Source: an optimization exercise on an open RTL-to-GDS flow (aim: small area, a short achievable clock period and few clock cycles per item). Production flows keep margins and buffers that such runs may drop.
The RTL was checked by simulation tests, not by an equivalence proof against the original design.

$ cat flow/design.v
module aes_sbox_top (
    input  wire [7:0]  in,
    output wire [3:0]  inv,
    output wire [17:0] tv      
);
    wire U0 = in[7], U1 = in[6], U2 = in[5], U3 = in[4];
    wire U4 = in[3], U5 = in[2], U6 = in[1], U7 = in[0];
    wire T1 = U0 ^ U3;
    wire T2 = U0 ^ U5;
    wire T3 = U0 ^ U6;
    wire T4 = U3 ^ U5;
    wire T5 = U4 ^ U6;
    wire T6 = T1 ^ T5;
    wire T7 = U1 ^ U2;
    wire T8 = U7 ^ T6;
    wire T9 = U7 ^ T7;
    wire T10 = T6 ^ T7;
    wire T11 = U1 ^ U5;
    wire T12 = U2 ^ U5;
    wire T13 = T3 ^ T4;
    wire T14 = T6 ^ T11;
    wire T15 = T5 ^ T11;
    wire T16 = T5 ^ T12;
    wire T17 = T9 ^ T16;
    wire T18 = U3 ^ U7;
    wire T19 = T7 ^ T18;
    wire T20 = T1 ^ T19;
    wire T21 = U6 ^ U7;
    wire T22 = T7 ^ T21;
    wire T23 = T2 ^ T22;
    wire T24 = T2 ^ T10;
    wire T25 = T20 ^ T17;
    wire T26 = T3 ^ T16;
    wire T27 = T1 ^ T12;
    wire M1 = T13 & T6;
    wire M2 = T23 & T8;
    wire M3 = T14 ^ M1;
    wire M4 = T19 & U7;
    wire M5 = M4 ^ M1;
    wire M6 = T3 & T16;
    wire M7 = T22 & T9;
    wire M8 = T26 ^ M6;
    wire M9 = T20 & T17;
    wire M10 = M9 ^ M6;
    wire M11 = T1 & T15;
    wire M12 = T4 & T27;
    wire M13 = M12 ^ M11;
    wire M14 = T2 & T10;
    wire M15 = M14 ^ M11;
    wire M16 = M3 ^ M2;
    wire M17 = M5 ^ T24;
    wire M18 = M8 ^ M7;
    wire M19 = M10 ^ M15;
    wire M20 = M16 ^ M13;
    wire M21 = M17 ^ M15;
    wire M22 = M18 ^ M13;
    wire M23 = M19 ^ T25;
    wire M24 = M22 ^ M23;
    wire M25 = M22 & M20;
    wire M26 = M21 ^ M25;
    wire M27 = M20 ^ M21;
    wire M28 = M23 ^ M25;
    wire M29 = M28 & M27;
    wire M30 = M26 & M24;
    wire M31 = M20 & M23;
    wire M32 = M27 & M31;
    wire M33 = M27 ^ M25;
    wire M34 = M21 & M22;
    wire M35 = M24 & M34;
    wire M36 = M24 ^ M25;
    wire M37 = M21 ^ M29;
    wire M38 = M32 ^ M33;
    wire M39 = M23 ^ M30;
    wire M40 = M35 ^ M36;
    assign inv = {M37, M38, M39, M40};
    assign tv  = {T1, T2, T3, T4, T6, T8, T9, T10, T13, T15, T16, T17, T19, T20,
                  T22, T23, T27, U7};
endmodule
module aes_sbox_bot (
    input  wire [17:0] tv,
    input  wire [3:0]  inv,
    output wire [7:0]  out
);
    wire T1 = tv[17], T2 = tv[16], T3 = tv[15], T4 = tv[14], T6 = tv[13];
    wire T8 = tv[12], T9 = tv[11], T10 = tv[10], T13 = tv[9], T15 = tv[8];
    wire T16 = tv[7], T17 = tv[6], T19 = tv[5], T20 = tv[4], T22 = tv[3];
    wire T23 = tv[2], T27 = tv[1], U7 = tv[0];
    wire M37 = inv[3], M38 = inv[2], M39 = inv[1], M40 = inv[0];
    wire M41 = M38 ^ M40;
    wire M42 = M37 ^ M39;
    wire M43 = M37 ^ M38;
    wire M44 = M39 ^ M40;
    wire M45 = M42 ^ M41;
    wire M46 = M44 & T6;
    wire M47 = M40 & T8;
    wire M48 = M39 & U7;
    wire M49 = M43 & T16;
    wire M50 = M38 & T9;
    wire M51 = M37 & T17;
    wire M52 = M42 & T15;
    wire M53 = M45 & T27;
    wire M54 = M41 & T10;
    wire M55 = M44 & T13;
    wire M56 = M40 & T23;
    wire M57 = M39 & T19;
    wire M58 = M43 & T3;
    wire M59 = M38 & T22;
    wire M60 = M37 & T20;
    wire M61 = M42 & T1;
    wire M62 = M45 & T4;
    wire M63 = M41 & T2;
    wire L0 = M61 ^ M62;
    wire L1 = M50 ^ M56;
    wire L2 = M46 ^ M48;
    wire L3 = M47 ^ M55;
    wire L4 = M54 ^ M58;
    wire L5 = M49 ^ M61;
    wire L6 = M62 ^ L5;
    wire L7 = M46 ^ L3;
    wire L8 = M51 ^ M59;
    wire L9 = M52 ^ M53;
    wire L10 = M53 ^ L4;
    wire L11 = M60 ^ L2;
    wire L12 = M48 ^ M51;
    wire L13 = M50 ^ L0;
    wire L14 = M52 ^ M61;
    wire L15 = M55 ^ L1;
    wire L16 = M56 ^ L0;
    wire L17 = M57 ^ L1;
    wire L18 = M58 ^ L8;
    wire L19 = M63 ^ L4;
    wire L20 = L0 ^ L1;
    wire L21 = L1 ^ L7;
    wire L22 = L3 ^ L12;
    wire L23 = L18 ^ L2;
    wire L24 = L15 ^ L9;
    wire L25 = L6 ^ L10;
    wire L26 = L7 ^ L9;
    wire L27 = L8 ^ L10;
    wire L28 = L11 ^ L14;
    wire L29 = L11 ^ L17;
    assign out[7] = L6 ^ L24;
    assign out[6] = ~(L16 ^ L26);
    assign out[5] = ~(L19 ^ L28);
    assign out[4] = L6 ^ L21;
    assign out[3] = L20 ^ L22;
    assign out[2] = L25 ^ L29;
    assign out[1] = ~(L13 ^ L27);
    assign out[0] = ~(L6 ^ L23);
endmodule
module aes_enc_core (
    input  wire         clk,
    input  wire         rst,         
    input  wire         in_valid,
    output wire         in_ready,
    input  wire         key_256,     
    input  wire [255:0] key,
    input  wire [127:0] block_in,
    output reg          out_valid,
    output wire [127:0] block_out
);
    genvar i;
    integer b;
    reg  [127:0] st1;
    reg  [255:0] k1;
    reg          busy1, mode1, last1;
    reg  [3:0]   round1;
    reg  [7:0]   rcon1;
    reg          ksel_w, ksel_rw, ksel_rh;
    reg  [351:0] m2;         
    reg  [87:0]  km2;        
    reg  [255:0] k2;
    reg          busy2, mode2, last2;
    reg  [3:0]   round2;
    reg  [7:0]   rcon2;
    reg  [127:0] out_q;
    reg          in_ready_q;
    assign block_out = out_q;
    assign in_ready = in_ready_q;
    wire load = in_ready;
    wire [127:0] ark = st1 ^ k1[255:128];
    wire [31:0]  kx_in = ({32{ksel_w}}  & k1[31:0])
                       | ({32{ksel_rw}} & {k1[23:0], k1[31:24]})
                       | ({32{ksel_rh}} & {k1[151:128], k1[159:152]});
    wire [63:0]  inv1;
    wire [287:0] tv1;
    wire [15:0]  kinv1;
    wire [71:0]  ktv1;
    generate
        for (i = 0; i < 16; i = i + 1) begin : g_sbt
            aes_sbox_top u_t (.in(ark[127-8*i -: 8]), .inv(inv1[63-4*i -: 4]),
                             .tv(tv1[287-18*i -: 18]));
        end
        for (i = 0; i < 4; i = i + 1) begin : g_ksbt
            aes_sbox_top u_t (.in(kx_in[31-8*i -: 8]), .inv(kinv1[15-4*i -: 4]),
                             .tv(ktv1[71-18*i -: 18]));
        end
    endgenerate
    wire [127:0] sub;
    generate
        for (i = 0; i < 16; i = i + 1) begin : g_sbb
            aes_sbox_bot u_b (.tv(m2[351-22*i -: 18]), .inv(m2[333-22*i -: 4]),
                              .out(sub[127-8*i -: 8]));
        end
    endgenerate
    wire [127:0] shifted;
    generate
        for (i = 0; i < 16; i = i + 1) begin : g_sr
            localparam integer R = i % 4;
            localparam integer C = i / 4;
            localparam integer SRC = ((C + R) % 4) * 4 + R;
            assign shifted[127-8*i -: 8] = sub[127-8*SRC -: 8];
        end
    endgenerate
    wire [127:0] mixed;
    generate
        for (i = 0; i < 4; i = i + 1) begin : g_mc
            wire [7:0] a0 = shifted[127-32*i -: 8];
            wire [7:0] a1 = shifted[119-32*i -: 8];
            wire [7:0] a2 = shifted[111-32*i -: 8];
            wire [7:0] a3 = shifted[103-32*i -: 8];
            wire [7:0] t  = a0 ^ a1 ^ a2 ^ a3;
            wire [7:0] d0 = a0 ^ a1;
            wire [7:0] d1 = a1 ^ a2;
            wire [7:0] d2 = a2 ^ a3;
            wire [7:0] d3 = a3 ^ a0;
            wire [7:0] x0 = {d0[6:0], 1'b0} ^ (d0[7] ? 8'h1b : 8'h00);
            wire [7:0] x1 = {d1[6:0], 1'b0} ^ (d1[7] ? 8'h1b : 8'h00);
            wire [7:0] x2 = {d2[6:0], 1'b0} ^ (d2[7] ? 8'h1b : 8'h00);
            wire [7:0] x3 = {d3[6:0], 1'b0} ^ (d3[7] ? 8'h1b : 8'h00);
            assign mixed[127-32*i -: 8] = a0 ^ t ^ x0;
            assign mixed[119-32*i -: 8] = a1 ^ t ^ x1;
            assign mixed[111-32*i -: 8] = a2 ^ t ^ x2;
            assign mixed[103-32*i -: 8] = a3 ^ t ^ x3;
        end
    endgenerate
    wire [31:0] kx_sub;
    generate
        for (i = 0; i < 4; i = i + 1) begin : g_ksbb
            aes_sbox_bot u_b (.tv(km2[87-22*i -: 18]), .inv(km2[69-22*i -: 4]),
                              .out(kx_sub[31-8*i -: 8]));
        end
    endgenerate
    wire        kx_rot = !mode2 || round2[0];
    wire [31:0] b0 = k2[255:224] ^ {kx_rot ? rcon2 : 8'h00, 24'h0};
    wire [31:0] b1 = b0 ^ k2[223:192];
    wire [31:0] b2 = b1 ^ k2[191:160];
    wire [31:0] b3 = b2 ^ k2[159:128];
    wire [127:0] next_words = {b0, b1, b2, b3} ^ {4{kx_sub}};
    wire [127:0] tk_base = mode2 ? k2[127:0] : {b0, b1, b2, b3};
    wire [31:0]  tk_sub  = mode2 ? 32'h0 : kx_sub;
    always @(posedge clk) begin
        for (b = 0; b < 16; b = b + 1)
            m2[351-22*b -: 22] <= {tv1[287-18*b -: 18], inv1[63-4*b -: 4]};
        for (b = 0; b < 4; b = b + 1)
            km2[87-22*b -: 22] <= {ktv1[71-18*b -: 18], kinv1[15-4*b -: 4]};
        k2     <= k1;
        mode2  <= mode1;
        round2 <= round1;
        last2  <= last1;
        rcon2  <= rcon1;
        out_q <= (shifted ^ tk_base) ^ {4{tk_sub}};
        if (load) begin
            st1    <= block_in;
            k1     <= key;
            mode1  <= key_256;
            round1 <= 4'd1;
            last1  <= 1'b0;
            rcon1  <= 8'h01;
            ksel_w  <= 1'b0;
            ksel_rw <= key_256;
            ksel_rh <= !key_256;
        end else begin
            st1    <= mixed;
            k1     <= {mode2 ? k2[127:0] : next_words, next_words};
            mode1  <= mode2;
            round1 <= round2 + 4'd1;
            last1  <= (round2 == (mode2 ? 4'd13 : 4'd9));
            rcon1  <= kx_rot ? ({rcon2[6:0], 1'b0} ^ (rcon2[7] ? 8'h1b : 8'h00)) : rcon2;
            ksel_w  <= mode2 && round2[0];
            ksel_rw <= mode2 && !round2[0];
            ksel_rh <= !mode2;
        end
    end
    always @(posedge clk) begin
        if (rst) begin
            busy1     <= 1'b0;
            busy2     <= 1'b0;
            out_valid <= 1'b0;
            in_ready_q <= 1'b1;
        end else begin
            busy2     <= busy1;
            busy1     <= load ? in_valid : (busy2 && !last2);
            out_valid <= busy2 && last2;
            in_ready_q <= (!busy1 || last1) &&
                          (load ? (!in_valid || !key_256)
                                : (!busy2 || last2 || !mode2 || round2 >= 4'd4));
        end
    end
endmodule
$ cat flow/constraint.sdc
create_clock -name core_clock -period 9.0 [get_ports {clk}]
set_input_delay 1.8000 -clock core_clock [delete_from_list [all_inputs] [get_ports {clk}]]
set_output_delay 1.8000 -clock core_clock [all_outputs]
set_load 0.01 [all_outputs]
$ cat flow/flow/run.sh
#!/bin/bash
set -euo pipefail
rm -rf scripts
cp -r "$FLOW_HOME/scripts" scripts
cat > scripts/abc_speed.script <<'EOT'
&get -n
&st
&dch
&nf -R 1000
&put
buffer -c
topo
stime -c
upsize -c
dnsize -c
EOT
bash standard.sh SCRIPTS_DIR="$PWD/scripts" SETUP_SLACK_MARGIN=5.6 \
  "BUFFER_PORTS_ARGS=-buffer_cell sky130_fd_sc_hd__buf_1" \
  "CTS_ARGS=-sink_clustering_enable -repair_clock_nets -dont_use_dummy_load -sink_clustering_size 24 -sink_clustering_max_diameter 120" finish > standard.log 2>&1
$ cat flow/standard.sh
#!/bin/bash
# synth_recipe.tcl (not shown) runs the flow's synth.tcl, then flattens the netlist and writes it again
# the make line also repeats each setting of config.mk as NAME=value (left out here)
make -C /OpenROAD-flow-scripts/flow DESIGN_CONFIG=/design/flow/config.mk WORK_HOME=/design/flow/orfs CLKGATE_MAP_FILE= SYNTH_SCRIPT=/design/flow/synth_recipe.tcl "${@:-finish}"
$ cat flow/config.mk
export PLATFORM = sky130hd
export DESIGN_NAME = aes_enc_core
export DESIGN_NICKNAME = aes_enc_core
export VERILOG_FILES = /design/flow/design.v
export SDC_FILE = /design/flow/constraint.sdc
export NUM_CORES = 8
export LEC_CHECK = 0
export CAP_MARGIN = 20
export CORE_MARGIN = 2
export CORE_UTILIZATION = 60
export PLACE_DENSITY = 0.7
export SETUP_SLACK_MARGIN = 5
export SLEW_MARGIN = 20
==> impl_metrics.tcl, run 1 <==
set metrics [dict create \
    timing.final.crit_share 0.3738 \
    drt-vias-per-instance 5.354 \
    clkTransAtPathRegs_ps 110 \
    num-nets-final 7186 \
    synth_flop_cell "dfxtp_1" \
    fin_crit_ps 3364 \
    startpoint_type "flip-flop" \
    cts-htree-levels 2 \
    vias 42994 \
    drt-total-wl_microns 190400 \
    synth.area.top_cells "dfxtp_1 (42%), xnor2_1 (25%), xor2_1 (14%)" \
    worstReg2RegStart "m2[310]" \
    drv_slew 0 \
    maxCapViolCount 0 \
    ff2ff_path_depth 10 \
    syn_avg_cell_area_sq_um 9.550 \
    dp_slack_ps 5054 \
    track_usage 0.3655 \
    clockBufferDepth 3 \
    postLayoutSetupSlackWorst_ps 5636 \
    grtUsageMet2 0.5821 \
    ys_ff_latch 1243 \
    clock_latency_ps 720 \
    utilization 0.6899 \
    synthArstFlopShare 0 \
    port_buffers 517 \
    row_count 114 \
    cts_buffers 57 \
    yosys_warnings 1 \
    path_max_fanout 4 \
    cts_hold_buf 0 \
    synth_edf_count 0 \
    grt_most_used_layer "met2" \
    drive_gt1_frac 0.07433 \
    yosysTopAreaCell "dfxtp_1" \
    pin_count 518 \
    die_h_microns 316.9 \
    fin_tns_setup_ps 0 \
    die_w_microns 316.9 \
    yosysTopAreaCellShare 0.4237 \
    syn_nets 6580 \
    hold_path.class "flip-flop to flip-flop" \
    drtIter0Drc 4034 \
    first_global_vias 41409 \
    antenna_found_initial 5 \
    met3_usage 0.04115 \
    gp_congestion 1.016 \
    drt_first_pass_iters 8 \
    area_delta_synth_final_pct 13.76 \
    cts_tree "yes" \
    initial_utilization 0.6064 \
    use_met1 0.4982 \
    wl_per_cell_microns 23.71 \
    num_antenna_cells 0 \
    dieArea_sq_mm 0.1004 \
    yosysSeqAreaShare 0.4237 \
    clkSinkCount 1243 \
    required_ps 9530 \
    hold_viol 0 \
    dpl.hpwl_microns 152900 \
    fp.coreArea_sq_mm 0.09685 \
    crit_start "m2[310]" \
    crit_end "st1[12]" \
    synth.distinct_cells 40 \
    grt_remaining_overflow 0 \
    grt_pass1_wl_microns 266200 \
    worstMarginPinSlew_ps 1366 \
    fin_skew_ps 42.48 \
    drtAntennaViolNets 0 \
    grt_max_degree 200 \
    fin_hold_ws_ps 319.2 \
    slew_headroom 0.08615 \
    max_freq_mhz 297.3 \
    cp-end-kind "flip-flop" \
    arrival_ps 3890 \
    setup_viol 0 \
    status "finished clean" \
    rsz0062_at_grt "true" \
    netlist_area_sq_mm 0.05873 \
    synth_cells 6150 \
    timing.rr.end "st1[12]" \
    final.fill_count 7882 \
    r2r_slack_ps 5640 \
    drc_errors 0 \
    root_buffer "clkbuf_16" \
    criticalPathCategory "flip-flop to flip-flop" \
]
## layer usage
layer / part of all wire / up-vias
li1: - / 20350
met1: 0.43 / 20505
met2: 0.45 / 1779
met3: 0.071 / 360
met4: 0.056 / 0
met5: 0 / -
## Yosys cell counts, types with 6 or more instances
library cell / number
mux2i_1: 23
nand2_1: 975
a222oi_1: 32
a22oi_1: 6
a21o_1: 91
xnor2_1: 1645
and2_1: 33
nor2_1: 229
o21ai_0: 385
xor2_1: 952
buf_1: 9
a21oi_1: 83
clkbuf_1: 129
nand2b_1: 104
ha_1: 42
nor2b_1: 13
dfxtp_1: 1243
nor3_1: 6
xnor2_2: 8
inv_1: 78
a21boi_0: 6
and2_0: 14
## logic make-up after synthesis
family | after synthesis | synth area share
AO/OA/AOI/OAI | 625 | 0.06142
XOR/XNOR | 2611 | 0.3912
adder cells (fa/ha/maj) | 42 | 0.008947
buffers and inverters | 225 | 0.01498
flip-flops | 1243 | 0.4237
multiplexers | 25 | 0.004303
AND/OR/NAND/NOR | 1379 | 0.09544
## flip-flops by register name, summed over array words and instances (netlist names), 4 cells and up
register  cells
round2        4
m2          352
round1        4
k1          256
k2          256
st1         128
rcon1         8
out_q       128
rcon2         8
km2          88
## critical path: stages, from the launching register on
cell	delay, ps
dfxtp_1	410
xor2_1	280
xor2_1	230
nand2_1	120
xor2_2	350
xnor2_1	230
xnor2_2	400
xor2_1	530
xnor2_1	180
xnor2_1	320
o21ai_0	130
## placed cells by master, fill, tap and decap left out, types with 32 or more instances in the layout
master / netlist / routed
a21o_1: 91 / 91
a21oi_1: 83 / 82
a222oi_1: 32 / 32
and2_1: 33 / 39
buf_1: 9 / 517
buf_4: 0 / 168
clkbuf_16: 0 / 57
dfxtp_1: 1243 / 1238
ha_1: 42 / 42
inv_1: 78 / 78
nand2_1: 975 / 975
nand2b_1: 104 / 104
nor2_1: 229 / 221
o21ai_0: 385 / 382
xnor2_1: 1645 / 1466
xnor2_2: 8 / 158
xor2_1: 952 / 895
xor2_2: 5 / 50
## worst min path at each step
stage               slack [ps]       to  cells after the start  startpoint
detailed placement         310   k2[36]                      0      k1[36]
global route               330   k2[89]                      0      k1[89]
finish                     320   k2[89]                      0      k1[89]
floorplan                  310  k2[100]                      0     k1[100]
global placement           310   k2[90]                      0      k1[90]
CTS                        320   k2[48]                      0      k1[48]
## cell type report
type | instances | area, sq um | area share
repair buffers | 693 | 3357 | 0.05024
inverters | 79 | 296.5 | 0.004438
flip-flops and latches | 1243 | 24900 | 0.3727
well taps | 1276 | 1597 | 0.02389
clock buffers | 57 | 1426 | 0.02135
multi-input cells | 4682 | 35240 | 0.5274
## metrics by stage
step	std cells	cell area, sq um
2_1_floorplan	6150	58730
4_1_cts	7978	64820
3_3_place_gp	7885	62480
3_5_place_dp	7885	62510
6_report	8030	66820
5_1_grt	8030	66820
## repair_timing
| action | in CTS | in global routing |
|---|---|---|
| setup buffers | 36 | 52 |
| pin swaps | 20 | 32 |
| resized for setup | 83 | 203 |
| endpoints found under the setup margin | 154 | 279 |
| cloned | 0 | 0 |
Testbench counts, summed over its fixed seeds: cycles 23,252, items 1,920.
==> run 2, diff against run 1 <==
--- a/flow/flow/run.sh
+++ b/flow/flow/run.sh
@@ -14,6 +14,6 @@
 upsize -c
 dnsize -c
 EOT
-bash standard.sh SCRIPTS_DIR="$PWD/scripts" SETUP_SLACK_MARGIN=5.6 \
+bash standard.sh SCRIPTS_DIR="$PWD/scripts" SETUP_SLACK_MARGIN=5.75 \
   "BUFFER_PORTS_ARGS=-buffer_cell sky130_fd_sc_hd__buf_1" \
   "CTS_ARGS=-sink_clustering_enable -repair_clock_nets -dont_use_dummy_load -sink_clustering_size 24 -sink_clustering_max_diameter 120" finish > standard.log 2>&1
==> impl_metrics.tcl, run 2 <==
set metrics [dict create \
    path_max_fanout 4 \
    grt_max_degree 200 \
    yosysTopAreaCellShare 0.4237 \
    num-nets-final 7255 \
    largest_registers "m2 x352, k1 x256, k2 x256" \
    dpl.hpwl_microns 152900 \
    gp_congestion 1.016 \
    grt_remaining_overflow 0 \
    drt-vias-per-instance 5.401 \
    drtAntennaViolNets 0 \
    clock_latency_ps 730 \
    status "finished clean" \
    syn_avg_cell_area_sq_um 9.550 \
    cts_hold_buf 0 \
    grt_pass1_wl_microns 268500 \
    synth_edf_count 0 \
    vias 43742 \
    synthArstFlopShare 0 \
    timing.final.crit_share 0.3637 \
    startpoint_type "flip-flop" \
    cp_top_family "XOR/XNOR gates" \
    synth_cells 6150 \
    clockBufferDepth 3 \
    cp_cell_sequence "xor2_2 -> xor2_1 -> nand2_1 -> xor2_4 -> xor2_4 -> xnor2_4 -> xnor2_4 -> buf_4 -> xnor2_1 -> xnor2_1 -> o21ai_0" \
    clkSinkCount 1243 \
    max_freq_mhz 305.5 \
    cp_num_buf_inv 1 \
    drtIter0Drc 4151 \
    initial_utilization 0.6064 \
    drv_slew 0 \
    final.fill_count 7569 \
    row_count 114 \
    dieArea_sq_mm 0.1004 \
    die_w_microns 316.9 \
    clkTransAtPathRegs_ps 100 \
    grtUsageMet2 0.5870 \
    yosysSeqAreaShare 0.4237 \
    hold_path.class "flip-flop to flip-flop" \
    drc_errors 0 \
    track_usage 0.3690 \
    use_met1 0.5008 \
    required_ps 9590 \
    ys_ff_latch 1243 \
    fin_hold_ws_ps 321.0 \
    fin_crit_ps 3274 \
    setup_viol 0 \
    root_buffer "clkbuf_16" \
    met3_usage 0.04415 \
    cts_buffers 57 \
    wl_per_cell_microns 23.94 \
    yosysTopAreaCell "dfxtp_1" \
    hold_viol 0 \
    drive_gt1_frac 0.1045 \
    critPathMaxStageDelay_ps 480 \
    yosys_warnings 1 \
    port_buffers 517 \
    ys_top_cells_by_count "xnor2_1 (1645), dfxtp_1 (1243), nand2_1 (975)" \
    slew_headroom 0.1475 \
    worstMarginPinSlew_ps 1274 \
    maxCapViolCount 0 \
    area_delta_synth_final_pct 17.14 \
    synth.area.top_cells "dfxtp_1 (42%), xnor2_1 (25%), xor2_1 (14%)" \
    syn_nets 6580 \
    synth_flop_cell "dfxtp_1" \
    first_global_vias 41751 \
    synth.distinct_cells 40 \
    cts-htree-levels 2 \
    pin_count 518 \
    rsz0062_at_grt "true" \
    final_common_cell "xnor2_1" \
    largest_reg_flops 352 \
    arrival_ps 3860 \
    regMostFlops "m2" \
    cts_tree "yes" \
    synth.most_common_cell "xnor2_1" \
    die_h_microns 316.9 \
    antenna_found_initial 3 \
    layout_common_cells "xnor2_1 (1382), dfxtp_1 (1231), nand2_1 (975)" \
    netlist_area_sq_mm 0.05873 \
    crit_slowest_cell "dfxtp_1" \
    fin_tns_setup_ps 0 \
    cp-end-kind "flip-flop" \
    grt_most_used_layer "met2" \
    num_antenna_cells 0 \
    fp.coreArea_sq_mm 0.09685 \
    drt-total-wl_microns 193900 \
    fin_skew_ps 52.91 \
    drt_first_pass_iters 9 \
    criticalPathCategory "flip-flop to flip-flop" \
]
-- run 2: cell counts after synthesis --
No cell type changed its count.
-- run 2: cells by family (layout without fill, tap and decap cells) --
logic type / Yosys count / count (layout) / share of synthesized area
xor gates and xnor gates: 2611 / 2611 / 0.3912
buffers and inverters: 225 / 898 / 0.01498
and+or+nand+nor: 1379 / 1379 / 0.09544
DFF: 1243 / 1243 / 0.4237
muxes: 25 / 25 / 0.004303
adders and majority gates: 42 / 42 / 0.008947
AOI/OAI and AO/OA: 625 / 625 / 0.06142
-- run 2: per-stage QoR --
stage | cells | utilization | setup WS [ps] | instance area (sq um)
after floorplan | 6150 | - | 5807 | 58730
after global placement | 7885 | 0.6451 | 4945 | 62480
after detailed placement | 7885 | 0.6454 | 5054 | 62510
after CTS | 8005 | 0.6780 | 5648 | 65660
after global routing | 8099 | 0.7104 | 5539 | 68800
final | 8099 | 0.7104 | 5726 | 68800
-- run 2: cell type report --
| class | count | area [sq um] | area share |
|---|---|---|---|
| clock buffer | 57 | 1426 | 0.02073 |
| inverter | 79 | 296.5 | 0.004310 |
| multi-input combinational | 4682 | 36650 | 0.5327 |
| sequential | 1243 | 24910 | 0.3621 |
| tap | 1276 | 1597 | 0.02320 |
| timing repair buffer | 762 | 3923 | 0.05701 |
-- run 2: what timing repair did --
| action | CTS | global route |
|---|---|---|
| pin swaps | 41 | 61 |
| buffers inserted | 63 | 94 |
| setup endpoints to repair | 274 | 303 |
| resized for setup | 172 | 301 |
-- run 2: path summary, 6_finish.rpt --
kind                                 end      from  slack (ps)  cells after the start
worst max-delay path            st1[111]   m2[221]        5730                     11
worst min-delay path            rcon2[5]  rcon1[5]         320                      0
worst max register to register  st1[111]   m2[221]        5730                     11
worst min register to register  rcon2[5]  rcon1[5]         320                      0
-- run 2: worst register-to-register path, delay by kind of cell (launching register included) --
family	cells	cell delay, ps
xor+xnor	8	1950
buf+inv	1	240
simple gates	1	170
flops	1	480
compound gates	1	300
-- run 2: metal layers --
metal | part of all wire | vias up
li1 | - | 20452
met1 | 0.42 | 21029
met2 | 0.45 | 1832
met3 | 0.076 | 429
met4 | 0.057 | 0
met5 | 0 | -
==> run 3, diff against run 2 <==
--- a/flow/design.v
+++ b/flow/design.v
@@ -1,7 +1,7 @@
 module aes_sbox_top (
-    input  wire [7:0]  in,
-    output wire [3:0]  inv,
-    output wire [17:0] tv      
+    input  wire [7:0] in,
+    output wire [3:0] inv,
+    output wire [9:0] tv      
 );
     wire U0 = in[7], U1 = in[6], U2 = in[5], U3 = in[4];
     wire U4 = in[3], U5 = in[2], U6 = in[1], U7 = in[0];
@@ -73,18 +73,31 @@
     wire M39 = M23 ^ M30;
     wire M40 = M35 ^ M36;
     assign inv = {M37, M38, M39, M40};
-    assign tv  = {T1, T2, T3, T4, T6, T8, T9, T10, T13, T15, T16, T17, T19, T20,
-                  T22, T23, T27, U7};
+    assign tv  = {T1, T2, T3, T6, T8, T9, T15, T16, T19, T23};
 endmodule
 module aes_sbox_bot (
-    input  wire [17:0] tv,
-    input  wire [3:0]  inv,
-    output wire [7:0]  out
+    input  wire [9:0] tv,
+    input  wire [3:0] inv,
+    output wire [7:0] out
 );
-    wire T1 = tv[17], T2 = tv[16], T3 = tv[15], T4 = tv[14], T6 = tv[13];
-    wire T8 = tv[12], T9 = tv[11], T10 = tv[10], T13 = tv[9], T15 = tv[8];
-    wire T16 = tv[7], T17 = tv[6], T19 = tv[5], T20 = tv[4], T22 = tv[3];
-    wire T23 = tv[2], T27 = tv[1], U7 = tv[0];
+    wire T1 = tv[9];
+    wire T2 = tv[8];
+    wire T3 = tv[7];
+    wire T6 = tv[6];
+    wire T8 = tv[5];
+    wire T9 = tv[4];
+    wire T15 = tv[3];
+    wire T16 = tv[2];
+    wire T19 = tv[1];
+    wire T23 = tv[0];
+    wire T4 = T1 ^ T2;
+    wire T10 = T8 ^ T9;
+    wire T13 = T19 ^ T23;
+    wire T17 = T9 ^ T16;
+    wire T20 = T1 ^ T19;
+    wire T22 = T2 ^ T23;
+    wire T27 = T6 ^ T16;
+    wire U7 = T6 ^ T8;
     wire M37 = inv[3], M38 = inv[2], M39 = inv[1], M40 = inv[0];
     wire M41 = M38 ^ M40;
     wire M42 = M37 ^ M39;
@@ -167,8 +180,8 @@
     reg  [3:0]   round1;
     reg  [7:0]   rcon1;
     reg          ksel_w, ksel_rw, ksel_rh;
-    reg  [351:0] m2;         
-    reg  [87:0]  km2;        
+    reg  [223:0] m2;         
+    reg  [55:0]  km2;        
     reg  [255:0] k2;
     reg          busy2, mode2, last2;
     reg  [3:0]   round2;
@@ -183,23 +196,23 @@
                        | ({32{ksel_rw}} & {k1[23:0], k1[31:24]})
                        | ({32{ksel_rh}} & {k1[151:128], k1[159:152]});
     wire [63:0]  inv1;
-    wire [287:0] tv1;
+    wire [159:0] tv1;
     wire [15:0]  kinv1;
-    wire [71:0]  ktv1;
+    wire [39:0]  ktv1;
     generate
         for (i = 0; i < 16; i = i + 1) begin : g_sbt
             aes_sbox_top u_t (.in(ark[127-8*i -: 8]), .inv(inv1[63-4*i -: 4]),
-                             .tv(tv1[287-18*i -: 18]));
+                             .tv(tv1[159-10*i -: 10]));
         end
         for (i = 0; i < 4; i = i + 1) begin : g_ksbt
             aes_sbox_top u_t (.in(kx_in[31-8*i -: 8]), .inv(kinv1[15-4*i -: 4]),
-                             .tv(ktv1[71-18*i -: 18]));
+                             .tv(ktv1[39-10*i -: 10]));
         end
     endgenerate
     wire [127:0] sub;
     generate
         for (i = 0; i < 16; i = i + 1) begin : g_sbb
-            aes_sbox_bot u_b (.tv(m2[351-22*i -: 18]), .inv(m2[333-22*i -: 4]),
+            aes_sbox_bot u_b (.tv(m2[223-14*i -: 10]), .inv(m2[213-14*i -: 4]),
                               .out(sub[127-8*i -: 8]));
         end
     endgenerate
@@ -237,7 +250,7 @@
     wire [31:0] kx_sub;
     generate
         for (i = 0; i < 4; i = i + 1) begin : g_ksbb
-            aes_sbox_bot u_b (.tv(km2[87-22*i -: 18]), .inv(km2[69-22*i -: 4]),
+            aes_sbox_bot u_b (.tv(km2[55-14*i -: 10]), .inv(km2[45-14*i -: 4]),
                               .out(kx_sub[31-8*i -: 8]));
         end
     endgenerate
@@ -251,9 +264,9 @@
     wire [31:0]  tk_sub  = mode2 ? 32'h0 : kx_sub;
     always @(posedge clk) begin
         for (b = 0; b < 16; b = b + 1)
-            m2[351-22*b -: 22] <= {tv1[287-18*b -: 18], inv1[63-4*b -: 4]};
+            m2[223-14*b -: 14] <= {tv1[159-10*b -: 10], inv1[63-4*b -: 4]};
         for (b = 0; b < 4; b = b + 1)
-            km2[87-22*b -: 22] <= {ktv1[71-18*b -: 18], kinv1[15-4*b -: 4]};
+            km2[55-14*b -: 14] <= {ktv1[39-10*b -: 10], kinv1[15-4*b -: 4]};
         k2     <= k1;
         mode2  <= mode1;
         round2 <= round1;
--- a/flow/flow/run.sh
+++ b/flow/flow/run.sh
@@ -14,6 +14,6 @@
 upsize -c
 dnsize -c
 EOT
-bash standard.sh SCRIPTS_DIR="$PWD/scripts" SETUP_SLACK_MARGIN=5.75 \
+bash standard.sh SCRIPTS_DIR="$PWD/scripts" SETUP_SLACK_MARGIN=5.6 \
   "BUFFER_PORTS_ARGS=-buffer_cell sky130_fd_sc_hd__buf_1" \
   "CTS_ARGS=-sink_clustering_enable -repair_clock_nets -dont_use_dummy_load -sink_clustering_size 24 -sink_clustering_max_diameter 120" finish > standard.log 2>&1
==> impl_metrics.tcl, run 3 <==
set metrics [dict create \
    yosysTopAreaCell "dfxtp_1" \
    ys_ff_latch 1083 \
    placed_cell_area_sq_mm 0.06107 \
    first_global_vias 41631 \
    cts_buffers 51 \
    drt-vias-per-instance 5.368 \
    cts-htree-levels 2 \
    track_usage 0.3736 \
    clkSinkCount 1083 \
    dieArea_sq_mm 0.09798 \
    criticalPathCategory "flip-flop to flip-flop" \
    path_max_fanout 4 \
    timing.final.crit_share 0.3760 \
    required_ps 9570 \
    synthArstFlopShare 0 \
    fin_skew_ps 61.57 \
    gp_congestion 1.014 \
    final.fill_count 7770 \
    final_common_cell "xnor2_1" \
    drv_slew 0 \
    cts_hold_buf 0 \
    dp_slack_ps 4905 \
    synth_top_family_by_area "XOR/XNOR gates" \
    grt_pass1_wl_microns 268700 \
    largest_registers "k1 x256, k2 x256, m2 x224" \
    startpoint_type "flip-flop" \
    yosys_warnings 1 \
    maxCapViolCount 0 \
    synth_cells 6143 \
    cts_tree "yes" \
    clockBufferDepth 3 \
    synth_compound_area_frac 0.06285 \
    die_h_microns 313.0 \
    clkTransAtPathRegs_ps 100 \
    hold_viol 0 \
    crit_slowest_cell "dfxtp_1" \
    setup_viol 0 \
    die_w_microns 313.0 \
    num-nets-final 7202 \
    drt-total-wl_microns 190100 \
    synth.distinct_cells 42 \
    drc_errors 0 \
    drive_gt1_frac 0.07666 \
    muxShareOfSynthArea 0.004804 \
    synth_fa_ha_area_frac 0.009172 \
    synth_flop_cell "dfxtp_1" \
    root_buffer "clkbuf_16" \
    antenna_found_initial 1 \
    cp_num_buf_inv 1 \
    fp.coreArea_sq_mm 0.09487 \
    cp_top_family "XOR/XNOR gates" \
    synth-simple-area-share 0.1020 \
    drtAntennaViolNets 0 \
    drt_first_pass_iters 8 \
    cp-end-kind "flip-flop" \
    dpl.hpwl_microns 151300 \
    port_buffers 517 \
    fin_tns_setup_ps 0 \
    arrival_ps 3950 \
    slew_headroom 0.2359 \
    rsz0062_at_grt "true" \
    layout_common_cells "xnor2_1 (1672), dfxtp_1 (1078), nand2_1 (868)" \
    final_cell_area_sq_mm 0.06530 \
    fin_hold_ws_ps 307.2 \
    fin_crit_ps 3384 \
    synth_edf_count 0 \
    row_count 113 \
    syn_avg_cell_area_sq_um 9.327 \
    hold_path.class "flip-flop to flip-flop" \
    worst_path_most_repeated_cell "xor2_1" \
    drtIter0Drc 4288 \
    yosysSeqAreaShare 0.3784 \
    cp_cell_sequence "xor2_1 -> xor2_1 -> nor2_1 -> xnor2_2 -> buf_4 -> xor2_4 -> xnor2_1 -> xnor2_4 -> xor2_2 -> xor2_1 -> xnor2_1 -> o21ai_0" \
    status "finished clean" \
    max_freq_mhz 295.5 \
    worstMarginPinSlew_ps 1142 \
    synth_xor_area_frac 0.4296 \
    critPathMaxStageDelay_ps 430 \
    initial_utilization 0.6040 \
    grt_max_degree 232 \
    pin_count 518 \
    wl_per_cell_microns 23.66 \
    area_delta_synth_final_pct 13.97 \
    yosysTopAreaCellShare 0.3784 \
    synth.most_common_cell "xnor2_1" \
    ys_top_cells_by_count "xnor2_1 (1824), dfxtp_1 (1083), xor2_1 (916)" \
    grt_remaining_overflow 0 \
    syn_nets 6573 \
    synth.area.top_cells "dfxtp_1 (38%), xnor2_1 (28%), xor2_1 (14%)" \
    netlist_area_sq_mm 0.05730 \
    postLayoutSetupSlackWorst_ps 5616 \
    vias 43146 \
    clock_latency_ps 710 \
]
-- run 3: kinds of logic after synthesis --
logic type	count (synthesis)
AOI/OAI and AO/OA	612
xor gates and xnor gates	2776
adders and majority gates	42
buffers and inverters	196
DFF	1083
muxes	27
and+or+nand+nor	1407
-- run 3: area by class of cell --
| cell class | instances | area, sq um | area share |
|---|---|---|---|
| timing repair buffer | 721 | 3615 | 0.05535 |
| antenna | 2 | 5.005 | 0.00007664 |
| clock buffer | 51 | 1276 | 0.01954 |
| sequential | 1083 | 21700 | 0.3323 |
| inverter | 51 | 191.4 | 0.002931 |
| tap | 1265 | 1583 | 0.02424 |
| multi-input combinational | 4864 | 36930 | 0.5656 |
-- run 3: through the flow --
step | instances | utilization
global placement | 7869 | 0.6436
floorplan | 6143 | -
finish | 8037 | 0.6884
CTS | 7954 | 0.6679
global route | 8035 | 0.6883
detailed placement | 7869 | 0.6438
-- run 3: repair_timing --
item                                    4_1_cts  5_1_grt
setup buffers                                34       81
gates resized for setup                     102      158
endpoints found under the setup margin      225      250
pin swaps                                    20       44
-- run 3: per-layer routing --
| metal | vias to the layer above | global-route usage | part of all wire |
|---|---|---|---|
| li1 | 20445 | - | - |
| met1 | 20532 | 0.5162 | 0.43 |
| met2 | 1824 | 0.5812 | 0.44 |
| met3 | 345 | 0.05075 | 0.079 |
| met4 | 0 | 0.1714 | 0.054 |
| met5 | - | 0 | 0 |
-- run 3: final timing paths --
kind	start	end	slack (ps)	cells past startpoint
worst max register to register	m2[155]	st1[91]	5620	12
worst min register to register	k1[63]	k2[63]	310	0
worst max-delay path	m2[155]	st1[91]	5620	12
worst min-delay path	k1[63]	k2[63]	310	0
Testbench counts of run 3, summed over its fixed seeds: cycles 23,252, items 1,920.
==> run 4, diff against run 3 <==
--- a/flow/design.v
+++ b/flow/design.v
@@ -232,7 +232,6 @@
             wire [7:0] a1 = shifted[119-32*i -: 8];
             wire [7:0] a2 = shifted[111-32*i -: 8];
             wire [7:0] a3 = shifted[103-32*i -: 8];
-            wire [7:0] t  = a0 ^ a1 ^ a2 ^ a3;
             wire [7:0] d0 = a0 ^ a1;
             wire [7:0] d1 = a1 ^ a2;
             wire [7:0] d2 = a2 ^ a3;
@@ -241,10 +240,10 @@
             wire [7:0] x1 = {d1[6:0], 1'b0} ^ (d1[7] ? 8'h1b : 8'h00);
             wire [7:0] x2 = {d2[6:0], 1'b0} ^ (d2[7] ? 8'h1b : 8'h00);
             wire [7:0] x3 = {d3[6:0], 1'b0} ^ (d3[7] ? 8'h1b : 8'h00);
-            assign mixed[127-32*i -: 8] = a0 ^ t ^ x0;
-            assign mixed[119-32*i -: 8] = a1 ^ t ^ x1;
-            assign mixed[111-32*i -: 8] = a2 ^ t ^ x2;
-            assign mixed[103-32*i -: 8] = a3 ^ t ^ x3;
+            assign mixed[127-32*i -: 8] = x0 ^ (a1 ^ d2);
+            assign mixed[119-32*i -: 8] = x1 ^ (a2 ^ d3);
+            assign mixed[111-32*i -: 8] = x2 ^ (a3 ^ d0);
+            assign mixed[103-32*i -: 8] = x3 ^ (a0 ^ d1);
         end
     endgenerate
     wire [31:0] kx_sub;
--- a/flow/flow/run.sh
+++ b/flow/flow/run.sh
@@ -14,6 +14,6 @@
 upsize -c
 dnsize -c
 EOT
-bash standard.sh SCRIPTS_DIR="$PWD/scripts" SETUP_SLACK_MARGIN=5.6 \
+bash standard.sh SCRIPTS_DIR="$PWD/scripts" SETUP_SLACK_MARGIN=5.5 \
   "BUFFER_PORTS_ARGS=-buffer_cell sky130_fd_sc_hd__buf_1" \
   "CTS_ARGS=-sink_clustering_enable -repair_clock_nets -dont_use_dummy_load -sink_clustering_size 24 -sink_clustering_max_diameter 120" finish > standard.log 2>&1
==> impl_metrics.tcl, run 4 <==
set metrics [dict create \
    status "finished clean" \
    fp.coreArea_sq_mm 0.09487 \
    placed_cell_area_sq_mm 0.06097 \
    cp_cell_sequence "xor2_1 -> xor2_1 -> nor2_1 -> xnor2_2 -> xor2_2 -> xnor2_1 -> xnor2_2 -> xnor2_1 -> xnor2_1 -> xnor2_1 -> o21ai_0" \
    fin_hold_ws_ps 307.7 \
    synth_edf_count 0 \
    antenna_found_initial 7 \
    rsz0062_at_grt "true" \
    cp_top_family "XOR/XNOR gates" \
    drc_errors 0 \
    worst_path_most_repeated_cell "xnor2_1" \
    timing.final.crit_share 0.3874 \
    fin_skew_ps 48.55 \
    required_ps 9530 \
    synth.distinct_cells 39 \
    clockBufferDepth 3 \
    ys_top_cells_by_count "xnor2_1 (1871), dfxtp_1 (1083), xor2_1 (852)" \
    critPathMaxStageDelay_ps 470 \
    wl_per_cell_microns 23.19 \
    die_w_microns 313.2 \
    drt-total-wl_microns 184800 \
    path_max_fanout 4 \
    synth_cells 6164 \
    root_buffer "clkbuf_16" \
    pin_count 518 \
    dp_slack_ps 5125 \
    syn_avg_cell_area_sq_um 9.307 \
    grt_remaining_overflow 0 \
    layout_common_cells "xnor2_1 (1769), dfxtp_1 (1078), nand2_1 (851)" \
    vias 42686 \
    grt_max_degree 188 \
    track_usage 0.3645 \
    cts_buffers 51 \
    fin_crit_ps 3487 \
    criticalPathCategory "flip-flop to flip-flop" \
    final_cell_area_sq_mm 0.06356 \
    cp-end-kind "flip-flop" \
    crit_slowest_cell "xnor2_2" \
    drt-vias-per-instance 5.356 \
    fin_tns_setup_ps 0 \
    drt_first_pass_iters 8 \
    port_buffers 517 \
    synth_flop_cell "dfxtp_1" \
    num-nets-final 7134 \
    arrival_ps 4010 \
    final_common_cell "xnor2_1" \
    drive_gt1_frac 0.05207 \
    yosysSeqAreaShare 0.3779 \
    netlist_area_sq_mm 0.05737 \
    clkSinkCount 1083 \
    yosys_warnings 1 \
    setup_viol 0 \
    grt_pass1_wl_microns 263100 \
    die_h_microns 313.2 \
    gp_congestion 1.022 \
    area_delta_synth_final_pct 10.79 \
    hold_viol 0 \
    max_freq_mhz 286.8 \
    initial_utilization 0.6047 \
    cp_num_buf_inv 0 \
    postLayoutSetupSlackWorst_ps 5513 \
    ys_ff_latch 1083 \
    hold_path.class "flip-flop to flip-flop" \
    finalNonFillerCells 7970 \
    slew_headroom 0.1546 \
    cts_tree "yes" \
    synth.area.top_cells "dfxtp_1 (38%), xnor2_1 (29%), xor2_1 (13%)" \
    first_global_vias 40871 \
    maxCapViolCount 0 \
    dpl.hpwl_microns 149600 \
    drv_slew 0 \
    worstMarginPinSlew_ps 1259 \
    synth.most_common_cell "xnor2_1" \
    dp_cells 7875 \
    dieArea_sq_mm 0.09811 \
    drtIter0Drc 4527 \
    startpoint_type "flip-flop" \
    row_count 113 \
    clock_latency_ps 700 \
    synthArstFlopShare 0 \
    yosysTopAreaCell "dfxtp_1" \
    clkTransAtPathRegs_ps 110 \
    drtAntennaViolNets 0 \
    syn_nets 6594 \
    yosysTopAreaCellShare 0.3779 \
    cts-htree-levels 2 \
    largest_registers "k1 x256, k2 x256, m2 x224" \
]
run 4: cell count changes after synthesis, moves of 6 or more:
cell	before	now
xor2_1	916	852
xnor2_2	26	34
and2_1	13	19
nand2_1	868	851
xnor2_1	1824	1871
a21oi_1	62	84
o21ai_0	377	402
run 4: logic make-up (layout without fill, tap and decap cells):
| family | count (synthesis) | in the layout | synth area share |
|---|---|---|---|
| and+or+nand+nor | 1382 | 1382 | 0.1001 |
| adders and majority gates | 42 | 42 | 0.009160 |
| other | 0 | 3 | 0 |
| AOI/OAI and AO/OA | 666 | 666 | 0.06770 |
| xor gates and xnor gates | 2763 | 2763 | 0.4270 |
| buffers and inverters | 202 | 740 | 0.01354 |
| muxes | 26 | 26 | 0.004558 |
| DFF | 1083 | 1083 | 0.3779 |
run 4: final cells by class:
| type | instances | area [sq um] |
|---|---|---|
| diodes | 3 | 7.507 |
| fillers | 8041 | 31310 |
| inverters | 53 | 198.9 |
| well taps | 1265 | 1583 |
| repair buffers | 636 | 2846 |
| flip-flops and latches | 1083 | 21700 |
| multi-input cells | 4879 | 35950 |
| clock buffers | 51 | 1276 |
run 4: path summary, 6_finish.rpt:
kind / startpoint / slack [ps] / cells past startpoint / end
worst max-delay path: m2[185] / 5510 / 11 / st1[43]
worst min-delay path: k1[60] / 310 / 0 / k2[60]
worst max register to register: m2[185] / 5510 / 11 / st1[43]
worst min register to register: k1[60] / 310 / 0 / k2[60]
run 4: through the flow:
step                        util
after detailed placement  0.6427
after global placement    0.6427
after global routing      0.6699
final                     0.6700
after floorplan                -
after CTS                 0.6597
run 4: timing repair:
item | 4_1_cts | 5_1_grt
buffers inserted | 16 | 25
hold buffers | 0 | 0
gates cloned | 0 | 0
pin swaps | 11 | 20
setup endpoints to repair | 73 | 183
gates resized for setup | 34 | 107
run 4: layer usage:
metal,track usage,share of wire
met1,0.5064,0.43
met2,0.5572,0.44
met3,0.04751,0.078
met4,0.1834,0.057
met5,0,0
Testbench counts of run 4, summed over its fixed seeds: cycles 23,252, items 1,920.
==> run 5, diff against run 4 <==
--- a/flow/flow/run.sh
+++ b/flow/flow/run.sh
@@ -14,6 +14,6 @@
 upsize -c
 dnsize -c
 EOT
-bash standard.sh SCRIPTS_DIR="$PWD/scripts" SETUP_SLACK_MARGIN=5.5 \
+bash standard.sh SCRIPTS_DIR="$PWD/scripts" SETUP_SLACK_MARGIN=5.7 \
   "BUFFER_PORTS_ARGS=-buffer_cell sky130_fd_sc_hd__buf_1" \
   "CTS_ARGS=-sink_clustering_enable -repair_clock_nets -dont_use_dummy_load -sink_clustering_size 24 -sink_clustering_max_diameter 120" finish > standard.log 2>&1
==> impl_metrics.tcl, run 5 <==
set metrics [dict create \
    setup_viol 0 \
    grt_most_used_layer "met2" \
    worst_path_most_repeated_cell "xor2_1" \
    hold_viol 0 \
    cts-htree-levels 2 \
    muxShareOfSynthArea 0.004558 \
    required_ps 9520 \
    timing.final.crit_share 0.3668 \
    cp_top_family "XOR/XNOR gates" \
    synth_compound_area_frac 0.06770 \
    root_buffer "clkbuf_16" \
    fin_crit_ps 3301 \
    arrival_ps 3820 \
    synth.most_common_cell "xnor2_1" \
    antenna_found_initial 8 \
    drtAntennaViolNets 0 \
    timing.rr.end "out_q[14]" \
    rsz0062_at_grt "true" \
    drtIter0Drc 4746 \
    worstMarginPinSlew_ps 1227 \
    synthArstFlopShare 0 \
    drive_gt1_frac 0.08736 \
    drt_first_pass_iters 8 \
    drc_errors 0 \
    synth_edf_count 0 \
    synth_xor_area_frac 0.4270 \
    r2r_slack_ps 5700 \
    port_buffers 517 \
    cp_num_cells 8 \
    critPathMaxStageDelay_ps 910 \
    cts_tree "yes" \
    criticalPathCategory "flip-flop to flip-flop" \
    synth_fa_ha_area_frac 0.009160 \
    clkTransAtPathRegs_ps 100 \
    yosys_warnings 1 \
    vias 43841 \
    die_h_microns 313.2 \
    finalNonFillerCells 8079 \
    num-nets-final 7243 \
    final_common_cell "xnor2_1" \
    maxCapViolCount 0 \
    syn_avg_cell_area_sq_um 9.307 \
    crit_slowest_cell "xnor2_1" \
    grt_pass1_wl_microns 265500 \
    grtUsageMet2 0.5658 \
    pin_count 518 \
    dp_cells 7875 \
    clkSinkCount 1083 \
    ys_ff_latch 1083 \
    yosysTopAreaCell "dfxtp_1" \
    track_usage 0.3681 \
    ff2ff_path_depth 8 \
    fp.coreArea_sq_mm 0.09487 \
    area_delta_synth_final_pct 14.81 \
    first_global_vias 41238 \
    cp_num_buf_inv 0 \
    dp_slack_ps 5125 \
    startpoint_type "flip-flop" \
    met3_usage 0.04268 \
    grt_remaining_overflow 0 \
    worstReg2RegStart "km2[17]" \
    crit_start "km2[17]" \
    drv_slew 0 \
    grt_max_degree 188 \
    dieArea_sq_mm 0.09811 \
    synth-simple-area-share 0.1001 \
    cts_buffers 51 \
    crit_end "out_q[14]" \
    synth_flop_cell "dfxtp_1" \
    final.fill_count 7736 \
    ys_top_cells_by_count "xnor2_1 (1871), dfxtp_1 (1083), xor2_1 (852)" \
    drt-total-wl_microns 189500 \
    status "finished clean" \
    cp-end-kind "flip-flop" \
    dpl.hpwl_microns 149600 \
    fin_skew_ps 47.17 \
    drt-vias-per-instance 5.427 \
    postLayoutSetupSlackWorst_ps 5699 \
    synth_cells 6164 \
    row_count 113 \
    yosysSeqAreaShare 0.3779 \
    clockBufferDepth 3 \
    layout_common_cells "xnor2_1 (1664), dfxtp_1 (1078), nand2_1 (851)" \
    synth_top_family_by_area "XOR/XNOR gates" \
    synth.area.top_cells "dfxtp_1 (38%), xnor2_1 (29%), xor2_1 (13%)" \
    clock_latency_ps 700 \
    fin_tns_setup_ps 0 \
    cp_cell_sequence "xor2_1 -> xor2_1 -> nor2_1 -> xor2_1 -> xor2_1 -> xnor2_1 -> nor2_1 -> xnor2_1" \
    hold_path.class "flip-flop to flip-flop" \
    max_freq_mhz 302.9 \
    syn_nets 6594 \
    gp_congestion 1.022 \
    synth.distinct_cells 39 \
    netlist_area_sq_mm 0.05737 \
    wl_per_cell_microns 23.45 \
    path_max_fanout 5 \
    initial_utilization 0.6047 \
    die_w_microns 313.2 \
    slew_headroom 0.1762 \
    use_met1 0.5115 \
    largest_registers "k1 x256, k2 x256, m2 x224" \
    yosysTopAreaCellShare 0.3779 \
    cts_hold_buf 0 \
]
run 5: cell counts after synthesis:
Identical to the previous run, type by type.
run 5: worst min-delay path by stage:
stage / slack [ps] / end / cells past startpoint / startpoint
2_1_floorplan: 310 / k2[100] / 0 / k1[100]
3_3_place_gp: 310 / mode2 / 0 / mode1
3_5_place_dp: 310 / k2[105] / 0 / k1[105]
4_1_cts: 310 / k2[60] / 0 / k1[60]
5_1_grt: 330 / k2[43] / 0 / k1[43]
6_report: 310 / k2[60] / 0 / k1[60]
run 5: layer usage:
layer / part of all wire / routed length [microns]
met5: 0 / 0
met4: 0.063 / 12030
met3: 0.079 / 14940
met2: 0.43 / 82230
met1: 0.42 / 80260
run 5: worst reg2reg max path, delay by kind of cell, from the launching register on:
kind             cells  cell delay, ps
flip-flops           1             410
AND/OR/NAND/NOR      2             710
XOR/XNOR             6            2040
run 5: repair_timing:
action	CTS	global route
setup buffers	52	98
setup endpoints to repair	211	282
pin swaps	29	64
resized for setup	125	196
run 5: final cells by class:
class | count | area, sq um | area share
repair buffers | 745 | 3712 | 0.05636
inverters | 53 | 198.9 | 0.003020
clock buffers | 51 | 1276 | 0.01938
diodes | 3 | 7.507 | 0.0001140
multi-input cells | 4879 | 37390 | 0.5676
flip-flops and latches | 1083 | 21700 | 0.3295
well taps | 1265 | 1583 | 0.02403
run 5: stage by stage:
step / instance area [sq um] / hold WS, ps / util
after floorplan: 57370 / 309.6 / -
after global placement: 60970 / 309.3 / 0.6427
after CTS: 63570 / 307.9 / 0.6700
after detailed placement: 60970 / 312.1 / 0.6427
after global routing: 65860 / 328.7 / 0.6942
final: 65860 / 309.9 / 0.6943
run 5: logic make-up (layout without fill, tap and decap cells):
logic type      after synthesis  in the layout
other cells                   0              3
fa+ha+maj                    42             42
simple gates               1382           1382
buf+inv                     202            849
xor+xnor                   2763           2763
flops                      1083           1083
mux                          26             26
compound gates              666            666
==> run 6, diff against run 5 <==
--- a/flow/flow/run.sh
+++ b/flow/flow/run.sh
@@ -14,6 +14,6 @@
 upsize -c
 dnsize -c
 EOT
-bash standard.sh SCRIPTS_DIR="$PWD/scripts" SETUP_SLACK_MARGIN=5.7 \
+bash standard.sh SCRIPTS_DIR="$PWD/scripts" SETUP_SLACK_MARGIN=5.6 \
   "BUFFER_PORTS_ARGS=-buffer_cell sky130_fd_sc_hd__buf_1" \
   "CTS_ARGS=-sink_clustering_enable -repair_clock_nets -dont_use_dummy_load -sink_clustering_size 24 -sink_clustering_max_diameter 120" finish > standard.log 2>&1
--- a/flow/config.mk
+++ b/flow/config.mk
@@ -11,3 +11,4 @@
 export PLACE_DENSITY = 0.7
 export SETUP_SLACK_MARGIN = 5
 export SLEW_MARGIN = 20
+export TNS_END_PERCENT = 20
==> impl_metrics.tcl, run 6 <==
set metrics [dict create \
    root_buffer "clkbuf_16" \
    max_freq_mhz 272.9 \
    slew_headroom 0.1547 \
    crit_slowest_cell "xnor2_1" \
    yosysSeqAreaShare 0.3779 \
    maxCapViolCount 0 \
    fin_hold_ws_ps 315.0 \
    clkSinkCount 1083 \
    port_buffers 517 \
    ys_ff_latch 1083 \
    layout_common_cells "xnor2_1 (1799), dfxtp_1 (1078), nand2_1 (851)" \
    rsz0062_at_grt "true" \
    cts_buffers 51 \
    synth_compound_area_frac 0.06770 \
    final_common_cell "xnor2_1" \
    drive_gt1_frac 0.04997 \
    dp_slack_ps 5125 \
    status "finished clean" \
    synth.most_common_cell "xnor2_1" \
    die_w_microns 313.2 \
    grt_pass1_wl_microns 263400 \
    initial_utilization 0.6047 \
    synth_cells 6164 \
    area_delta_synth_final_pct 10.59 \
    fin_tns_setup_ps 0 \
    yosys_warnings 1 \
    netlist_area_sq_mm 0.05737 \
    cts_hold_buf 0 \
    r2r_slack_ps 5340 \
    synth.distinct_cells 39 \
    min_from "k1[60]" \
    synth_top_family_by_area "XOR/XNOR gates" \
    fin_skew_ps 48.72 \
    clkTransAtPathRegs_ps 100 \
    muxShareOfSynthArea 0.004558 \
    pin_count 518 \
    critPathMaxStageDelay_ps 710 \
    synth.area.top_cells "dfxtp_1 (38%), xnor2_1 (29%), xor2_1 (13%)" \
    setup_viol 0 \
    hold_path.class "flip-flop to flip-flop" \
    postLayoutSetupSlackWorst_ps 5336 \
    num-nets-final 7156 \
    syn_nets 6594 \
    synth_fa_ha_area_frac 0.009160 \
    antenna_found_initial 7 \
    cts-htree-levels 2 \
    row_count 113 \
    grt_remaining_overflow 0 \
    largest_registers "k1 x256, k2 x256, m2 x224" \
    drt-vias-per-instance 5.367 \
    drt-total-wl_microns 184900 \
    grt_max_degree 188 \
    ys_top_cells_by_count "xnor2_1 (1871), dfxtp_1 (1083), xor2_1 (852)" \
    first_global_vias 40942 \
    drt_first_pass_iters 9 \
    clockBufferDepth 3 \
    path_max_fanout 4 \
    yosysTopAreaCellShare 0.3779 \
    worst_path_most_repeated_cell "xnor2_1" \
    timing.final.crit_share 0.4071 \
    cts_tree "yes" \
    criticalPathCategory "flip-flop to flip-flop" \
    drv_slew 0 \
    worstMarginPinSlew_ps 1259 \
    synthArstFlopShare 0 \
    dieArea_sq_mm 0.09811 \
    synth_edf_count 0 \
    fin_crit_ps 3664 \
    synth_xor_area_frac 0.4270 \
    syn_avg_cell_area_sq_um 9.307 \
    yosysTopAreaCell "dfxtp_1" \
    arrival_ps 4220 \
    dpl.hpwl_microns 149600 \
    startpoint_type "flip-flop" \
    worstReg2RegStart "m2[171]" \
    drc_errors 0 \
    required_ps 9550 \
    track_usage 0.3647 \
    drtIter0Drc 4631 \
    hold_viol 0 \
    synth_flop_cell "dfxtp_1" \
    wl_per_cell_microns 23.14 \
    clock_latency_ps 700 \
    gp_congestion 1.022 \
    synth-simple-area-share 0.1001 \
    drtAntennaViolNets 0 \
    cp-end-kind "flip-flop" \
    vias 42884 \
    fp.coreArea_sq_mm 0.09487 \
    die_h_microns 313.2 \
    cp_cell_sequence "xor2_1 -> xor2_1 -> nor2_1 -> xnor2_1 -> xnor2_1 -> xnor2_1 -> xnor2_1 -> xnor2_1 -> xnor2_1 -> o21ai_0" \
    crit_start "m2[171]" \
]
==> run 6: cell count changes in the layout (fill, tap and decap cells not counted), moves of 3 or more <==
| cell | change |
|---|---|
| buf_4 | -81 |
| o21ai_0 | +3 |
| o21ai_1 | -3 |
| xnor2_1 | +135 |
| xnor2_2 | -107 |
| xnor2_4 | -28 |
| xor2_1 | +33 |
| xor2_2 | -21 |
| xor2_4 | -12 |
==> run 6: path summary, 6_finish.rpt <==
kind                  end  cells past startpoint
setup / recovery  st1[90]                     10
hold reg to reg    k2[60]                      0
setup reg to reg  st1[90]                     10
hold / removal     k2[60]                      0
==> run 6: area by class of cell <==
cell class,instances,area (sq um)
Timing Repair Buffer,658,3012
Fill cell,8071,31430
Inverter,53,198.9
Sequential cell,1083,21700
Clock buffer,51,1276
Tap cell,1265,1583
Multi-Input combinational cell,4879,35670
Antenna cell,2,5.005
==> run 6: logic make-up after synthesis <==
kind of cell / count (synthesis)
mux: 26
compound gates: 666
flops: 1083
buf+inv: 202
simple gates: 1382
fa+ha+maj: 42
xor+xnor: 2763
==> run 6: per-layer routing <==
layer	GRT usage	up-vias	wire [microns]
met4	0.1780	2	10760
met3	0.04565	341	14140
met5	0	-	14
met1	0.5070	20359	79650
li1	-	20416	-
met2	0.5611	1766	80310
==> run 6: critical path, delay by kind of cell (launching register included) <==
kind,cells,cell delay (ps)
and+or+nand+nor,1,80
DFF,1,410
xor gates and xnor gates,8,2880
AOI/OAI and AO/OA,1,150
==> run 6: timing repair <==
| action | CTS | global route |
|---|---|---|
| gates resized for setup | 27 | 74 |
| setup buffers | 34 | 29 |
| endpoints found under the setup margin | 136 | 284 |
| hold endpoints to repair | 0 | 0 |
| pin swaps | 21 | 15 |
| gates cloned | 0 | 0 |
==> run 6: per-stage QoR <==
stage,std cells,instance area (sq um),utilization
2_1_floorplan,6164,57370,-
3_3_place_gp,7875,60970,0.6427
3_5_place_dp,7875,60970,0.6427
4_1_cts,7960,62700,0.6609
5_1_grt,7990,63440,0.6687
6_report,7991,63440,0.6687
==> run 7, diff against run 6 <==
--- a/flow/config.mk
+++ b/flow/config.mk
@@ -11,4 +11,3 @@
 export PLACE_DENSITY = 0.7
 export SETUP_SLACK_MARGIN = 5
 export SLEW_MARGIN = 20
-export TNS_END_PERCENT = 20
==> impl_metrics.tcl, run 7 <==
set metrics [dict create \
    crit_start "km2[43]" \
    regArea_sq_mm 0.02170 \
    grt_max_degree 188 \
    synth.distinct_cells 39 \
    initial_utilization 0.6047 \
    final_common_cell "xnor2_1" \
    yosys_warnings 1 \
    max_freq_mhz 294.5 \
    syn_nets 6594 \
    setup_viol 0 \
    criticalPathCategory "flip-flop to flip-flop" \
    root_buffer "clkbuf_16" \
    drt_first_pass_iters 7 \
    timing.final.crit_share 0.3773 \
    synth_cells 6164 \
    dpl.hpwl_microns 149600 \
    area_delta_synth_final_pct 12.32 \
    fin_hold_ws_ps 306.5 \
    synth_flop_cell "dfxtp_1" \
    worstMarginPinSlew_ps 1237 \
    yosysTopAreaCell "dfxtp_1" \
    maxCapViolCount 0 \
    synth.area.top_cells "dfxtp_1 (38%), xnor2_1 (29%), xor2_1 (13%)" \
    path_max_fanout 5 \
    first_global_vias 41016 \
    clkSinkCount 1083 \
    gp_congestion 1.022 \
    drc_errors 0 \
    drtIter0Drc 4495 \
    ys_top_cells_by_count "xnor2_1 (1871), dfxtp_1 (1083), xor2_1 (852)" \
    dieArea_sq_mm 0.09811 \
    fp.coreArea_sq_mm 0.09487 \
    synth_edf_count 0 \
    arrival_ps 3950 \
    antenna_found_initial 6 \
    syn_avg_cell_area_sq_um 9.307 \
    fin_skew_ps 53.43 \
    drt-total-wl_microns 186400 \
    cts-htree-levels 2 \
    utilization 0.6792 \
    track_usage 0.3660 \
    clock_latency_ps 700 \
    fin_tns_setup_ps 0 \
    yosysSeqAreaShare 0.3779 \
    status "finished clean" \
    yosysTopAreaCellShare 0.3779 \
    row_count 113 \
    slew_headroom 0.1697 \
    grt_remaining_overflow 0 \
    hold_path.class "flip-flop to flip-flop" \
    drt-vias-per-instance 5.391 \
    vias 43147 \
    clkTransAtPathRegs_ps 100 \
    cts_tree "yes" \
    final.fill_count 7927 \
    die_h_microns 313.2 \
    hold_viol 0 \
    synth.most_common_cell "xnor2_1" \
    fin_crit_ps 3396 \
    worstReg2RegStart "km2[43]" \
    die_w_microns 313.2 \
    startpoint_type "flip-flop" \
    multi_input_area_sq_mm 0.03654 \
    cts_buffers 51 \
    layout_common_cells "xnor2_1 (1725), dfxtp_1 (1078), nand2_1 (851)" \
    wl_per_cell_microns 23.29 \
    largest_registers "k1 x256, k2 x256, m2 x224" \
    required_ps 9560 \
    drive_gt1_frac 0.06591 \
    cp-end-kind "flip-flop" \
    port_buffers 517 \
    num-nets-final 7168 \
    clockBufferDepth 3 \
    ys_ff_latch 1083 \
    drv_slew 0 \
    drtAntennaViolNets 0 \
    synthArstFlopShare 0 \
    grt_pass1_wl_microns 264100 \
    netlist_area_sq_mm 0.05737 \
    pin_count 518 \
    rsz0062_at_grt "true" \
    min_from "k1[60]" \
]
## run 7: cell counts after synthesis
Identical to the previous run, type by type.
## run 7: stage by stage
step           cells  setup slack (ps)  area, sq um
2_1_floorplan   6164              5880        57370
3_3_place_gp    7875              5214        60970
3_5_place_dp    7875              5125        60970
4_1_cts         7963              5451        63020
5_1_grt         8002              5441        64440
6_report        8003              5604        64440
## run 7: worst max-delay path, stage by stage (launching register included)
cell and delay, ps:
dfxtp_1 450, xor2_1 280, xor2_1 220, nor2_1 80, xnor2_1 420, xor2_1 270, xnor2_1 790, and2_0 580
xnor2_1 190
## run 7: area by class of cell
| cell class | instances | area share |
|---|---|---|
| diodes | 2 | 0.00007767 |
| repair buffers | 670 | 0.04864 |
| flip-flops and latches | 1083 | 0.3367 |
| inverters | 53 | 0.003087 |
| well taps | 1265 | 0.02456 |
| multi-input cells | 4879 | 0.5671 |
| clock buffers | 51 | 0.01980 |
## run 7: cells by family after synthesis
family                     count (synthesis)  share of synthesized area
xor gates and xnor gates                2763                     0.4270
muxes                                     26                   0.004558
buffers and inverters                    202                    0.01354
AOI/OAI and AO/OA                        666                    0.06770
adders and majority gates                 42                   0.009160
and+or+nand+nor                         1382                     0.1001
DFF                                     1083                     0.3779
## run 7: path summary, 6_finish.rpt
path	cells past startpoint	slack, ps	endpoint
setup / recovery	8	5600	out_q[63]
hold / removal	0	310	k2[60]
setup reg to reg	8	5600	out_q[63]
hold reg to reg	0	310	k2[60]
## run 7: repair_timing
item,in CTS,in global routing
setup buffers,37,38
resized for setup,69,145
endpoints found under the setup margin,136,245
pin swaps,21,26
hold buffers,0,0
## run 7: layer usage
| metal | track usage | share of wire | up-vias |
|---|---|---|---|
| met1 | 0.5088 | 0.43 | 20580 |
| met5 | 0 | 0 | - |
| met4 | 0.1849 | 0.059 | 0 |
| li1 | - | - | 20422 |
| met2 | 0.5611 | 0.44 | 1792 |
| met3 | 0.04459 | 0.076 | 353 |

[separate check: timing with driven ports]
Ports are ideal in the flow. The routed layouts listed here were re-timed in OpenROAD.
Step 1 (the two cells are an assumption about what drives the block):
set clk [get_ports {clk}]
set_driving_cell -lib_cell sky130_fd_sc_hd__clkbuf_16 $clk
set_driving_cell -lib_cell sky130_fd_sc_hd__buf_2 [delete_from_list [all_inputs] $clk]
Step 2 moves the port delays by t, midway between the first and last clock arrival at a register: inputs arrive t later, outputs are due t later. That takes back most of the time a late clock gives input paths.
Slacks: no drivers / after step 1 / after step 2; pairs: no drivers / after step 1.
run | t, ns | setup WS [ns] | cell pins on the clock port's net
run 1 | 0.773 | 5.636 / 5.571 / 5.636 | 1
run 2 | 0.774 | 5.726 / 5.704 / 5.726 | 1
run 3 | 0.754 | 5.616 / 5.616 / 5.616 | 1
run 4 | 0.740 | 5.513 / 5.513 / 5.513 | 1
run 5 | 0.744 | 5.699 / 5.699 / 5.699 | 1
run 6 | 0.739 | 5.336 / 5.336 / 5.336 | 1
run 7 | 0.744 | 5.604 / 5.604 / 5.604 | 1
After both steps every run listed still meets setup and hold.
